Source: an optimization exercise on an open RTL-to-GDS flow (aim: small area, a short achievable clock period and few clock cycles per item). Production flows keep margins and buffers that such runs may drop. Where RTL was checked, it was by simulation tests only, not by an equivalence proof against the original. The clock port is modelled as an ideal driver; clocking choices that lean on that would not hold on a real chip.

Design xu_aes, start of the top module:
module xu_aes (
    input  wire         clk,
    input  wire         rst,         
    input  wire         in_valid,
    output wire         in_ready,
    input  wire         in_key256,   
    input  wire [255:0] in_key,
    input  wire [127:0] in_block,
    output reg          out_valid,
    output wire [127:0] out_data
);
clock: 10.0 ns
lec_check: 0
abc_clock_period_in_ps: 5000
cap_margin: 20
core_margin: 2
core_utilization: 50
place_density: 0.6
setup_slack_margin: 5
slew_margin: 20
standard.sh (not shown) runs the stock make flow with config.mk's settings and CLKGATE_MAP_FILE= SYNTH_SCRIPT=/design/flow/synth_recipe.tcl, a recipe that flattens the netlist after the stock synthesis.
==> flow/flow/run.sh <==
#!/bin/bash
set -euo pipefail
W=$(pwd)
SETUP_MARGIN=7.2
cat > "$W/my_synth.tcl" <<EOT
proc abc {args} {
  set i [lsearch -exact \$args -script]
  if {\$i >= 0} { set args [lreplace \$args \$i [expr {\$i + 1}] -script $W/flow/abc_nf.script] }
  puts "abc with flow/abc_nf.script: \$args"
  yosys abc {*}\$args
}
source $W/synth_recipe.tcl
EOT
bash standard.sh SYNTH_SCRIPT="$W/my_synth.tcl" \
  BUFFER_PORTS_ARGS="-buffer_cell sky130_fd_sc_hd__buf_1" \
  SETUP_SLACK_MARGIN="$SETUP_MARGIN" finish > "$W/standard.log" 2>&1
==> flow/flow/abc_nf.script <==
strash
&get -n
&fraig -x
&put
scorr
dc2
dretime
strash
&get -n
&dch -f
&nf -R 10
&put
buffer -c
topo
stime -c
upsize -c
dnsize -c
Change:
--- a/flow/flow/run.sh
+++ b/flow/flow/run.sh
@@ -2,5 +2,5 @@
 set -euo pipefail
 W=$(pwd)
-SETUP_MARGIN=7.2
+SETUP_MARGIN=6.5
 cat > "$W/my_synth.tcl" <<EOT
 proc abc {args} {
==> flow/flow/abc_nf.script (replaced) <==
strash
&get -n
&fraig -x
&put
scorr
dc2
dretime
strash
&get -n
&dch -f
&nf -R 20
&put
buffer -c
topo
stime -c
upsize -c
dnsize -c
Outcome: Routed wire length goes down by 18%. Clock skew goes down by 0.011 ns. Utilization goes down by 19 points. Final cell count goes down by about 10%. First-iteration DRC count goes down by about 20%.
No functional check of the RTL was part of any run of this note.

* * *

xu_aes, a different RTL version from the one above (not shown whole).
For scale: about 6,400 cells after synthesis, about 1,200 flip-flops, ~520 I/O pins, about 59,000 um2 of cells after synthesis.
export LEC_CHECK = 0
export ABC_CLOCK_PERIOD_IN_PS = 5000
export CAP_MARGIN = 20
export CORE_MARGIN = 2
export CORE_UTILIZATION = 50
export PLACE_DENSITY = 0.6
export SETUP_SLACK_MARGIN = 5
export SLEW_MARGIN = 20
create_clock -name core_clock -period 10.0 [get_ports {clk}]
==> flow/flow/run.sh <==
#!/bin/bash
set -euo pipefail
W=$(pwd)
SETUP_MARGIN=6.5
cat > "$W/my_synth.tcl" <<EOT
proc abc {args} {
  set i [lsearch -exact \$args -script]
  if {\$i >= 0} { set args [lreplace \$args \$i [expr {\$i + 1}] -script $W/flow/abc_nf.script] }
  puts "abc with flow/abc_nf.script: \$args"
  yosys abc {*}\$args
}
source $W/synth_recipe.tcl
EOT
bash standard.sh SYNTH_SCRIPT="$W/my_synth.tcl" \
  BUFFER_PORTS_ARGS="-buffer_cell sky130_fd_sc_hd__buf_1" \
  SETUP_SLACK_MARGIN="$SETUP_MARGIN" finish > "$W/standard.log" 2>&1
==> flow/flow/abc_nf.script <==
strash
&get -n
&fraig -x
&put
scorr
dc2
dretime
strash
&get -n
&dch -f
&nf -R 10
&put
buffer -c
topo
stime -c
upsize -c
dnsize -c
The baseline went through all stages and came out clean.
Testbench counts at the start, summed over its fixed seeds: cycles 24,800, blocks 2,048.
Next try:
CORE_UTILIZATION = 55   (was 50)
PLACE_DENSITY = 0.65   (was 0.6)
Effect:
- hold slack gets worse by 0.0030 ns
- wire length hardly moves
- worst setup slack is worse by 0.018 ns

* * *

== v29 ==
Another version of the RTL of xu_aes (not shown whole).
For scale: ~6000 cells after synthesis, ~1200 flip-flops, ~520 I/O pins, roughly 57000 sq um of cells after synthesis.
export LEC_CHECK = 0
export ABC_CLOCK_PERIOD_IN_PS = 5000
export CAP_MARGIN = 20
export CORE_MARGIN = 2
export CORE_UTILIZATION = 50
export CTS_BUF_LIST = sky130_fd_sc_hd__clkbuf_16
export CTS_CLUSTER_DIAMETER = 100
export CTS_CLUSTER_SIZE = 20
export PLACE_DENSITY = 0.6
export SETUP_SLACK_MARGIN = 5
export SLEW_MARGIN = 20
create_clock -name core_clock -period 10.0 [get_ports {clk}]
==> flow/flow/run.sh <==
#!/bin/bash
set -euo pipefail
W=$(pwd)
SETUP_MARGIN=6.4
cat > "$W/my_synth.tcl" <<EOT
proc abc {args} {
  set i [lsearch -exact \$args -script]
  if {\$i >= 0} { set args [lreplace \$args \$i [expr {\$i + 1}] -script $W/flow/abc_nf.script] }
  puts "abc with flow/abc_nf.script: \$args"
  yosys abc {*}\$args
}
source $W/synth_recipe.tcl
EOT
bash standard.sh SYNTH_SCRIPT="$W/my_synth.tcl" \
  BUFFER_PORTS_ARGS="-buffer_cell sky130_fd_sc_hd__buf_1" \
  SETUP_SLACK_MARGIN="$SETUP_MARGIN" \
  CTS_ARGS="-sink_clustering_enable -repair_clock_nets -buf_list sky130_fd_sc_hd__clkbuf_16 -sink_clustering_size 20 -sink_clustering_max_diameter 100 -dont_use_dummy_load" \
  finish > "$W/standard.log" 2>&1
Scripts as last shown in full above: flow/flow/abc_nf.script
Testbench counts of v29, summed over its fixed seeds: cycles 24,800, blocks 2,048.
> inputs changed (v29 -> v25)
diff --git a/flow/flow/run.sh b/flow/flow/run.sh
--- a/flow/flow/run.sh
+++ b/flow/flow/run.sh
@@ -4 +4 @@
-SETUP_MARGIN=6.4
+SETUP_MARGIN=6.5
@@ -17 +17 @@
-  CTS_ARGS="-sink_clustering_enable -repair_clock_nets -buf_list sky130_fd_sc_hd__clkbuf_16 -sink_clustering_size 20 -sink_clustering_max_diameter 100 -dont_use_dummy_load" \
+  CTS_ARGS="-sink_clustering_enable -repair_clock_nets -buf_list sky130_fd_sc_hd__clkbuf_8 -sink_clustering_size 20 -dont_use_dummy_load" \
diff --git a/flow/config.mk b/flow/config.mk
--- a/flow/config.mk
+++ b/flow/config.mk
@@ -12,2 +12 @@
-export CTS_BUF_LIST = sky130_fd_sc_hd__clkbuf_16
-export CTS_CLUSTER_DIAMETER = 100
+export CTS_BUF_LIST = sky130_fd_sc_hd__clkbuf_8
Notes after the runs:
- Delta (v25 minus v29): average routed wire per standard cell fell 0.74%, total detailed-routing wirelength rose 1.1%.
- In the metrics for v29 and v25, the one carrying the lower global routing usage on met3 is v29.
- On v25: growth of design area from synthesis to finish is 3.0 points higher than what v29 gave.
- Final cycle utilization of the critical path | v25 below v29
- v29 ended up with q_state[91]$_DFF_P_ as its end point of the critical path; v25 ended up with q_state[55]$_DFF_P_.
- Compared with v29, placement density in the core of v25 is higher.
- Taking v29 as the reference, in v25 setup slack climbed 0.17 ns.
Setup changes, v25 to v49
diff --git a/flow/flow/run.sh b/flow/flow/run.sh
--- a/flow/flow/run.sh
+++ b/flow/flow/run.sh
@@ -16,3 +16 @@
-  SETUP_SLACK_MARGIN="$SETUP_MARGIN" \
-  CTS_ARGS="-sink_clustering_enable -repair_clock_nets -buf_list sky130_fd_sc_hd__clkbuf_8 -sink_clustering_size 20 -dont_use_dummy_load" \
-  finish > "$W/standard.log" 2>&1
+  SETUP_SLACK_MARGIN="$SETUP_MARGIN" finish > "$W/standard.log" 2>&1
## What came out
Utilization for v49: 1.4 points up relative to v25. Between v49 and v25, the relative slew slack is lower for v25.

## afterwards: timing with drivers on the ports
The flow's constraints put no driver on any port. The routed layouts listed below were extracted and timed again, unchanged, in two steps. Step 1 sets driving cells, clkbuf_16 on the clock port and buf_2 on the other inputs (assumed; they add their load-dependent delay and slew). Step 2 moves the port delays by t, midway between the first and last clock arrival at a register: inputs arrive t later, outputs are due t later. That takes back most of the time a late clock gives input paths. a / b / c = no drivers / after step 1 / after step 2; a / b = the first two.
run	t (ns)	setup slack, ns	latest minus earliest clock arrival (ns)	cell pins on the clock port's net
the first run of note 1	0.853	6.689 / 6.607 / 6.510	0.044 / 0.045	1
the second run of note 1	0.817	6.525 / 6.450 / 6.337	0.027 / 0.027	1
the first run of note 2	0.802	6.475 / 6.475 / 5.863	0.034 / 0.034	1
the second run of note 2	0.785	6.457 / 6.457 / 6.240	0.032 / 0.032	1
v29	0.722	6.365 / 6.365 / 6.268	0.066 / 0.065	1
v25	0.925	6.538 / 6.474 / 6.201	0.117 / 0.118	1
v49	0.955	6.530 / 6.485 / 6.246	0.063 / 0.063	1
After both steps setup and hold are still met in every run listed. For the first run of note 2, which loses most, drivers alone change the setup slack by 0.000 ns; drivers and shift together by -0.612 ns.
